Source: an optimization exercise on an open RTL-to-GDS flow (aim: small area and a short achievable clock period). Production flows keep margins and buffers that such runs may drop. The RTL was checked by simulation tests, not by an equivalence proof against the original design.

Setup of the previous run:
==> flow/design.v (excerpt) <==
module red_ew_alu (
    input  wire        clk,
    input  wire        rst,        
    input  wire        in_valid,
    input  wire [7:0]  op,
    input  wire [23:0] p0,
    input  wire [23:0] p1,
    input  wire [23:0] p2,
    input  wire [23:0] a,
    input  wire        a_ok,
    input  wire [23:0] b,
    input  wire        b_ok,
    input  wire [23:0] c,
    input  wire        c_ok,
    output reg         out_valid,
    output reg  [23:0] y,
    output reg         y_ok,
    output reg         nsat
);
    wire [3:0] opc = op[3:0];
    wire is_add   = opc == 4'h0;
    wire is_sub   = opc == 4'h1;
    wire is_scale = opc == 4'h2;
    wire is_mul   = opc == 4'h3;
    wire is_abs   = opc == 4'h4;
    wire is_clamp = opc == 4'h5;
    wire is_min   = opc == 4'h6;
    wire is_max   = opc == 4'h7;
    wire is_sel   = opc == 4'h8;
    wire is_cmp   = opc == 4'h9;
    wire is_and   = opc == 4'hA;
    wire is_or    = opc == 4'hB;
    wire is_not   = opc == 4'hC;
    wire c_nz = |c;
    wire [23:0] x_0 = a;
    reg  [23:0] m_0, yy_0;
    reg  [4:0]  sh_0;
    reg         ok_0;
    always @(*) begin
        ok_0 = a_ok & b_ok;
        if (is_scale | is_abs | is_clamp | is_not)
            ok_0 = a_ok;
        if (is_sel)
            ok_0 = c_ok & (c_nz ? a_ok : b_ok);
        m_0 = (is_scale | is_clamp) ? p0 : is_mul ? b : {{23{is_abs & a[23]}}, 1'b1};
        yy_0 = (is_scale | is_clamp) ? p1 : (is_mul | is_abs) ? 24'd0 : b;
        sh_0 = is_scale ? p2[4:0] : is_mul ? p0[4:0] : 5'd0;
    end
    wire en_0   = is_add | is_sub | is_scale | is_mul | is_abs;   
    wire inv_0  = is_sub;                    
    wire selx_0 = is_sel & c_nz;             
    wire cl_0   = is_clamp;
    wire cv_0   = is_min | is_max | is_cmp;  
    wire bl_0   = is_and | is_or | is_not;   
    reg  [5:0] ct_0;
    always @(*) begin
        ct_0 = 6'd0;
        if (is_min)      ct_0 = {2'd2, 2'd3, 2'd3};
        else if (is_max) ct_0 = {2'd3, 2'd2, 2'd2};
        else if (is_and) ct_0 = 6'b00_1000;
        else if (is_or)  ct_0 = 6'b00_1110;
        else if (is_not) ct_0 = 6'b00_0011;
        else case (p0[2:0])
  ...
For scale: ~4200 cells after synthesis, roughly 300 flip-flops, ~190 I/O pins, about 30000 µm² of cells after synthesis.
==> flow/config.mk <==
export PLATFORM = sky130hd
export DESIGN_NAME = red_ew_alu
export DESIGN_NICKNAME = red_ew_alu
export VERILOG_FILES = /design/flow/design.v
export SDC_FILE = /design/flow/constraint.sdc
export NUM_CORES = 4
export LEC_CHECK = 0
export ABC_AREA = 1
export CAP_MARGIN = 20
export CORE_MARGIN = 2
export CORE_UTILIZATION = 40
export CTS_CLUSTER_DIAMETER = 80
export CTS_CLUSTER_SIZE = 20
export SLEW_MARGIN = 20
==> flow/constraint.sdc <==
create_clock -name core_clock -period 13.0 [get_ports {clk}]
set_input_delay 2.6000 -clock core_clock [delete_from_list [all_inputs] [get_ports {clk}]]
set_output_delay 2.6000 -clock core_clock [all_outputs]
set_load 0.01 [all_outputs]
standard.sh (not shown) runs the stock make flow with config.mk's settings and CLKGATE_MAP_FILE= SYNTH_SCRIPT=/design/flow/synth_recipe.tcl, a recipe that flattens the netlist after the stock synthesis.
==> flow/flow/run.sh <==
#!/bin/bash
set -euo pipefail
DU=$(make -s -C "$FLOW_HOME" DESIGN_CONFIG="$PWD/config.mk" print-DONT_USE_CELLS 2>make_print.log | sed -n 's/^DONT_USE_CELLS: //p')
case "$DU" in
  *sky130_fd_sc_hd__probe_p_8*) ;;
  *) echo "could not read the platform's DONT_USE_CELLS" >&2; exit 1 ;;
esac
DU="$DU sky130_fd_sc_hd__clkdlybuf4s15_1 sky130_fd_sc_hd__clkdlybuf4s15_2 sky130_fd_sc_hd__clkdlybuf4s18_1 sky130_fd_sc_hd__clkdlybuf4s18_2 sky130_fd_sc_hd__clkdlybuf4s25_1 sky130_fd_sc_hd__clkdlybuf4s25_2 sky130_fd_sc_hd__clkdlybuf4s50_1 sky130_fd_sc_hd__clkdlybuf4s50_2"
echo "DONT_USE_CELLS=$DU" > dont_use.txt
bash standard.sh SETUP_SLACK_MARGIN=9 "DONT_USE_CELLS=$DU" finish > standard.log 2>&1
Input changes introduced in the current run (baseline for comparison: the previous run):
Settings: removing CTS_CLUSTER_DIAMETER (formerly 80); removing CTS_CLUSTER_SIZE (formerly 20).
==> flow/flow/run.sh <==
#!/bin/bash
set -euo pipefail
bash standard.sh SETUP_SLACK_MARGIN=9 finish > standard.log 2>&1
### Flow results
- Post-route minimum period (higher): the previous run
- The run with more routed wire is the current run, not the previous run.
- Changes observed in the current run relative to the previous run: setup slack grew by 0.074 ns, quantity of gates resized following cts shrank by 33%, worst hold slack grew by 0.0097 ns.
- Of the two values seen for origin of the worst setup path, op[3] was produced by the current run and m_1[11] by the previous run.

-- what the ideal ports hide --
The results above use ideal ports. As a check the final layouts listed here were re-extracted and re-timed, cells and wires unchanged. Step 1: set_driving_cell puts a clkbuf_16 on clk and a buf_2 on each other input, an assumption about the parent block. Step 2 moves the port delays by t, midway between the first and last clock arrival at a register: inputs arrive t later, outputs are due t later. That takes back most of the time a late clock gives input paths. a / b / c = ideal ports / drivers / drivers and shift; a / b = the first two.
run | shift t [ns] | setup slack, ns | worst slew at a driven data input, ns | pins driven straight from the clock port
the previous run | 0.627 | 8.923 / 8.923 / 8.555 | 0.05 | 1
the current run | 0.615 | 8.997 / 9.034 / 8.420 | 0.06 | 1
After both steps every run listed still meets setup and hold. The setup slack of the current run, which loses most, moves by +0.037 ns with the drivers and by -0.577 ns with both steps.
